This is an optimization exercise on Yosys and OpenROAD, whose aim is small area and a short achievable clock period, not a production implementation.
In this exercise RTL edits were held to simulation tests only and were not proved equivalent to the original.
Power and IR drop assume default switching activity.

== violet ==
==> flow/design.v (excerpt) <==
module fmtconv (
    input  wire        clk,
    input  wire        rst,           
    input  wire        in_valid,
    input  wire [3:0]  src_fmt,
    input  wire [3:0]  dst_fmt,
    input  wire [1:0]  rnd,           
    input  wire        sat,
    input  wire        strict,
    input  wire        flush,
    input  wire [31:0] in_data,
    output reg         out_valid,
    output reg  [31:0] out_data,
    output reg  [6:0]  out_flags,     
    output reg         out_range      
);
    reg        r_valid;
    reg [3:0]  r_src, r_dst;
    reg [1:0]  r_rnd;
    reg        r_sat, r_strict, r_flush;
    reg [31:0] r_data;
    always @(posedge clk) begin
        if (rst) r_valid <= 1'b0;
        else     r_valid <= in_valid;
        r_src    <= src_fmt;
        r_dst    <= dst_fmt;
        r_rnd    <= rnd;
        r_sat    <= sat;
        r_strict <= strict;
        r_flush  <= flush;
        r_data   <= in_data;
    end
    wire        d_sign, d_zero, d_inf, d_nan, d_snan, d_flushed, d_int;
    wire [31:0] d_m;
    wire [4:0]  d_lz;
  ...
Size in the first run: ~89 I/O pins.
Settings: LEC_CHECK=0, ABC_AREA=1, CAP_MARGIN=20, CORE_MARGIN=2, CORE_UTILIZATION=40, CTS_CLUSTER_DIAMETER=120, CTS_CLUSTER_SIZE=32, SLEW_MARGIN=20; clock period 18.0 ns.
standard.sh (not shown) runs the stock make flow with config.mk's settings and CLKGATE_MAP_FILE= SYNTH_SCRIPT=/design/flow/synth_recipe.tcl, a recipe that flattens the netlist after the stock synthesis.
==> flow/flow/run.sh <==
#!/bin/bash
# The standard layout flow (standard.sh), with the input and output ports
# buffered by buf_2 cells instead of the delay buffers that buffer_ports
# picks by default. standard.sh's full output goes to standard.log.
export BUFFER_PORTS_ARGS="-buffer_cell sky130_fd_sc_hd__buf_2"
bash standard.sh > standard.log 2>&1
violet did not stop at any stage, and its layout met the timing, DRC and antenna checks.
diff inputs: violet => tundra
- clearing ABC_AREA, which used to be 1
- clearing CTS_CLUSTER_DIAMETER, which used to be 120
- clearing CTS_CLUSTER_SIZE, which used to be 32
- swapping 40 for 55 in CORE_UTILIZATION
==> flow/run.sh (new file) <==
#!/bin/bash
# synth_recipe.tcl (not shown) runs the flow's synth.tcl, then flattens the netlist and writes it again
# the make line also repeats each setting of config.mk as NAME=value (left out here)
make -C /OpenROAD-flow-scripts/flow DESIGN_CONFIG=/design/flow/config.mk WORK_HOME=/design/flow/orfs CLKGATE_MAP_FILE= SYNTH_SCRIPT=/design/flow/synth_recipe.tcl finish
removed: flow/flow/run.sh
removed: flow/standard.sh
[summary]
- In summary, tundra completed successfully, with a layout that passed the timing, DRC and antenna checks.
- NOTE: maximum fanout along the worst path in tundra exceeds that of violet
- Changes observed in tundra relative to violet: count of non-CTS inverters in the layout decreased by 238 relative to the old numbers, met2 wirelength from detailed routing decreased by 16% relative to the old numbers, finished layout cell area increased by 2.9% relative to the old numbers, critical path depth decreased by 12 relative to the old numbers.
- In terms of area share of xor/xnor cells in the synthesized design, violet and tundra differ only marginally.
- Across both runs, combinational fraction of design power was lower for tundra than for violet.
- NOTE area after synthesis violet->tundra decreased slightly
- In the floorplan summary, tundra is listed with a die area less than that of violet.
- Delta (tundra minus violet): relative contribution of the clock network to total power grew by 8.7 points; synthesized area per cell up 19%.
The inputs of quartz differ from those of tundra as listed below.
- ABC_AREA now 1, previously not set
- CORE_UTILIZATION now 30, was 55
==> flow/flow/run.sh (new file) <==
#!/bin/bash
# The standard layout flow (standard.sh), with the input and output ports
# buffered by buf_2 cells instead of the delay buffers that buffer_ports
# picks by default. standard.sh's full output goes to standard.log.
export BUFFER_PORTS_ARGS="-buffer_cell sky130_fd_sc_hd__buf_2"
bash standard.sh > standard.log 2>&1
==> flow/standard.sh (new file) <==
#!/bin/bash
# synth_recipe.tcl (not shown) runs the flow's synth.tcl, then flattens the netlist and writes it again
# the make line also repeats each setting of config.mk as NAME=value (left out here)
make -C /OpenROAD-flow-scripts/flow DESIGN_CONFIG=/design/flow/config.mk WORK_HOME=/design/flow/orfs CLKGATE_MAP_FILE= SYNTH_SCRIPT=/design/flow/synth_recipe.tcl "${@:-finish}"
removed: flow/run.sh
Between tundra and quartz, the number of post-CTS setup repair buffers figures differ only marginally. Run comparison: tundra most common cell after layout, fill and taps aside sky130_fd_sc_hd__dfxtp_1; quartz most common cell after layout, fill and taps aside sky130_fd_sc_hd__nand2_1. The final reports for quartz and tundra show multi-input logic cell count higher in the former. Diff tundra -> quartz: non-clock buffer count -14, global-route usage -16 points, clock skew +0.0087 ns. Diff tundra -> quartz: fraction of power consumed by combinational cells rose by 3.9 points; wire length of the first global-routing pass rose by 5.3%; leakage dissipation rose by 1.5 nW; die area rose by 83%.
Modified inputs, sierra compared to quartz
- CORE_UTILIZATION: 30 -> 50
### Flow results
Overall die area was lower in sierra than in quartz.
Diff quartz -> sierra: net switching power figure went up, proportion of power drawn by flip-flops and latches went down 0.5 points.
Looking at non-clock buffer count across sierra and quartz, the one that comes out higher is quartz.
quartz → sierra: overall global routing resource usage moved up; setup slack moved down; final design area excluding fillers moved down.
Going from quartz to sierra, detailed router's first-iteration violation count went up by 13%, final standard cell count with taps included and fillers excluded went down by 309, number of cells in the design after placement went down by 311.
sierra: PASS, flow complete, no timing, DRC or antenna violations
[inputs] yarrow vs sierra
- CORE_UTILIZATION now 30, was 50
- ABC_AREA no longer set, was 1
==> flow/run.sh (new file) <==
#!/bin/bash
# synth_recipe.tcl (not shown) runs the flow's synth.tcl, then flattens the netlist and writes it again
# the make line also repeats each setting of config.mk as NAME=value (left out here)
make -C /OpenROAD-flow-scripts/flow DESIGN_CONFIG=/design/flow/config.mk WORK_HOME=/design/flow/orfs CLKGATE_MAP_FILE= SYNTH_SCRIPT=/design/flow/synth_recipe.tcl finish
removed: flow/flow/run.sh
removed: flow/standard.sh
Results
yarrow vs sierra, maximum number of pins on one net before global-route repair went up by 9.
Comparing global-route usage for yarrow and sierra, the bigger number came from sierra.
Status: storage element area parity (sierra, yarrow)
The higher sum of routed wire length over all layers came out of yarrow.
Going from sierra to yarrow, fraction of met2 tracks used by global routing shrinks by 24 points.
A last element of the critical path of s1_m[30]$_DFF_P_ is what yarrow shows, while out_data[3] belongs to sierra.
sierra reports its classification of the worst setup path as flip-flop to primary output while yarrow reports flip-flop to flip-flop.
More vias were needed by sierra than by yarrow.
Delta (yarrow minus sierra): time the worst path needs with I/O delays and setup picked up an extra 0.73 ns; die height picked up an extra 28%.

---

== main ==
fmtconv, a different RTL version from the one above (not shown whole).
For scale: ~2,300 cells after synthesis, about 260 flip-flops, about 89 I/O pins, about 0.018 mm² of cells after synthesis.
clock: 18.0 ns
lec_check: 0
cap_margin: 20
core_margin: 2
core_utilization: 30
slew_margin: 20
run.sh (not shown) runs the stock make flow with config.mk's settings and CLKGATE_MAP_FILE= SYNTH_SCRIPT=/design/flow/synth_recipe.tcl, a recipe that flattens the netlist after the stock synthesis.
Stock flow here: none of the scripts above is used.
Setup changes, main to the feature branch
- ABC_AREA: unset -> 1
==> flow/flow/run.sh (new file) <==
#!/bin/bash
# The standard layout flow (standard.sh), with the input and output ports
# buffered by buf_2 cells instead of the delay buffers that buffer_ports
# picks by default. standard.sh's full output goes to standard.log.
export BUFFER_PORTS_ARGS="-buffer_cell sky130_fd_sc_hd__buf_2"
bash standard.sh > standard.log 2>&1
==> flow/standard.sh (new file) <==
#!/bin/bash
# synth_recipe.tcl (not shown) runs the flow's synth.tcl, then flattens the netlist and writes it again
# the make line also repeats each setting of config.mk as NAME=value (left out here)
make -C /OpenROAD-flow-scripts/flow DESIGN_CONFIG=/design/flow/config.mk WORK_HOME=/design/flow/orfs CLKGATE_MAP_FILE= SYNTH_SCRIPT=/design/flow/synth_recipe.tcl "${@:-finish}"
removed: flow/run.sh
Diff main -> the feature branch | combined area of all synthesized cells | increase of 400 µm²
STATUS fmax: the feature branch wins against main
Final cell area excluding filler cells, the feature branch and main, lower one = main.
Going from main to the feature branch, clock edge transition at the registers on the reported setup and hold paths essentially unchanged, share of power burned in combinational logic increased 2.5 points, total power increased 7.6%, power density over the cells increased 6.8%.

---

Starting RTL as in the previous note.
// fmtconv
module fmtconv (
    input  wire        clk,
    input  wire        rst,           
    input  wire        in_valid,
    input  wire [3:0]  src_fmt,
    input  wire [3:0]  dst_fmt,
    input  wire [1:0]  rnd,           
    input  wire        sat,
    input  wire        strict,
    input  wire        flush,
    input  wire [31:0] in_data,
    output reg         out_valid,
    output reg  [31:0] out_data,
    output reg  [6:0]  out_flags,     
    output reg         out_range      
);
Settings: LEC_CHECK=0, ABC_AREA=1, CAP_MARGIN=20, CORE_MARGIN=2, CORE_UTILIZATION=30, CTS_CLUSTER_DIAMETER=80, CTS_CLUSTER_SIZE=20, SLEW_MARGIN=20; clock period 18.0 ns.
standard.sh (not shown) runs the stock make flow with config.mk's settings and CLKGATE_MAP_FILE= SYNTH_SCRIPT=/design/flow/synth_recipe.tcl, a recipe that flattens the netlist after the stock synthesis.
==> flow/flow/run.sh <==
#!/bin/bash
# The standard layout flow (standard.sh), with the input and output ports
# buffered by buf_2 cells instead of the delay buffers that buffer_ports
# picks by default. standard.sh's full output goes to standard.log.
export BUFFER_PORTS_ARGS="-buffer_cell sky130_fd_sc_hd__buf_2"
bash standard.sh > standard.log 2>&1
The baseline ran to the end with no violations.
Edit:
Settings changed: ABC_AREA 1 to unset, CTS_CLUSTER_DIAMETER 80 to unset, CTS_CLUSTER_SIZE 20 to unset.
Synthesized cell count is lower by 17%.
Cell area is lower by 0.89%.
Routed wire length is higher by 0.94%.
Setup slack loses 0.46 ns.

---

the reference run:
RTL: one of the versions met above, not the one the previous note started from.
For scale: about 2700 cells after synthesis, about 230 flip-flops.
==> flow/config.mk <==
export PLATFORM = sky130hd
export DESIGN_NAME = fmtconv
export DESIGN_NICKNAME = fmtconv
export VERILOG_FILES = /design/flow/design.v
export SDC_FILE = /design/flow/constraint.sdc
export NUM_CORES = 4
export LEC_CHECK = 0
export ABC_AREA = 1
export CAP_MARGIN = 20
export CORE_MARGIN = 2
export CORE_UTILIZATION = 30
export CTS_CLUSTER_DIAMETER = 150
export CTS_CLUSTER_SIZE = 28
export SLEW_MARGIN = 20
==> flow/constraint.sdc <==
create_clock -name core_clock -period 18.0 [get_ports {clk}]
set_input_delay 3.6000 -clock core_clock [delete_from_list [all_inputs] [get_ports {clk}]]
set_output_delay 3.6000 -clock core_clock [all_outputs]
set_load 0.01 [all_outputs]
Scripts as last shown in full above: flow/flow/run.sh
#### Input delta (the trial run over the reference run)
Settings: CTS_CLUSTER_DIAMETER: 150 -> 120; CTS_CLUSTER_SIZE: 28 -> 32.
Post-route cell area across the reference run and the trial run: no real change. Number of antenna violations at the first check in global routing in the trial run is 2 below the reference run. Transition at the pin with the smallest max-transition slack: the trial run vs the reference run, no meaningful difference. Changes observed in the trial run relative to the reference run: hold slack saw an increase; post-route minimum period now larger; met2 track demand over resource in global routing about even.

---

== v33 ==
Starting RTL as in the previous note.
export LEC_CHECK = 0
export ABC_AREA = 1
export CAP_MARGIN = 20
export CORE_MARGIN = 2
export CORE_UTILIZATION = 30
export CTS_CLUSTER_DIAMETER = 100
export CTS_CLUSTER_SIZE = 25
export SLEW_MARGIN = 20
create_clock -name core_clock -period 18.0 [get_ports {clk}]
Scripts as last shown in full above: flow/flow/run.sh
Having completed the whole flow, v33 delivered a layout that passed the timing, DRC and antenna checks.
Modified inputs, v32 compared to v33
- ABC_AREA: 1 -> unset
- CTS_CLUSTER_DIAMETER: 100 -> unset
- CTS_CLUSTER_SIZE: 25 -> 30
- CORE_UTILIZATION: 30 -> 55
- CTS_BUF_LIST: unset -> sky130_fd_sc_hd__clkbuf_8
==> flow/run.sh (new file) <==
#!/bin/bash
# synth_recipe.tcl (not shown) runs the flow's synth.tcl, then flattens the netlist and writes it again
# the make line also repeats each setting of config.mk as NAME=value (left out here)
make -C /OpenROAD-flow-scripts/flow DESIGN_CONFIG=/design/flow/config.mk WORK_HOME=/design/flow/orfs CLKGATE_MAP_FILE= SYNTH_SCRIPT=/design/flow/synth_recipe.tcl finish
removed: flow/flow/run.sh
removed: flow/standard.sh
### Flow results
- Having completed the whole flow, v32 delivered a layout that passed the timing, DRC and antenna checks.
- Comparing number of standard cells in the layout, taps in and fillers out for v32 and v33, the smaller number came from v32.
- Higher data arrival time at the worst-slack endpoint among v32 and v33: v32
- Summary of the comparison: highest clock frequency the design can meet is lower in v32, relative to v33.
- Higher total met2 wirelength after detailed routing goes to v33 over v32.
- Relative to v33, v32 improves core region area.

==> static timing again, ports no longer ideal <==
Ports are ideal in the flow. The routed layouts listed here were re-timed in OpenROAD.
Step 1: set_driving_cell puts a clkbuf_16 on clk and a buf_2 on each other input, an assumption about the parent block.
Step 2 moves the port delays by t, midway between the first and last clock arrival at a register: inputs arrive t later, outputs are due t later. That takes back most of the time a late clock gives input paths.
Three values: ideal ports, drivers, drivers and shift; two values: the first two.
run	shift t [ns]	slack for setup (ns)	hold WS [ns]
violet	0.555	13.386 / 13.342 / 13.386	0.338 / 0.338 / 0.338
tundra	0.593	12.619 / 12.619 / 12.619	0.324 / 0.324 / 0.324
quartz	0.599	13.401 / 13.343 / 13.592	0.327 / 0.327 / 0.327
sierra	0.619	13.373 / 13.315 / 13.590	0.321 / 0.321 / 0.321
yarrow	0.623	12.641 / 12.641 / 12.641	0.324 / 0.324 / 0.324
main	0.607	12.896 / 12.896 / 12.896	0.322 / 0.322 / 0.322
the feature branch	0.639	13.391 / 13.339 / 13.720	0.315 / 0.315 / 0.315
the first run of note 3	0.603	13.427 / 13.372 / 13.724	0.329 / 0.329 / 0.329
the second run of note 3	0.621	12.962 / 12.962 / 12.962	0.321 / 0.321 / 0.321
the reference run	0.558	13.436 / 13.375 / 13.543	0.335 / 0.335 / 0.335
the trial run	0.550	13.418 / 13.362 / 13.544	0.338 / 0.338 / 0.338
v33	0.572	13.408 / 13.353 / 13.541	0.334 / 0.334 / 0.334
v32	0.627	12.599 / 12.599 / 12.599	0.324 / 0.324 / 0.324
After both steps every run listed still meets setup and hold.
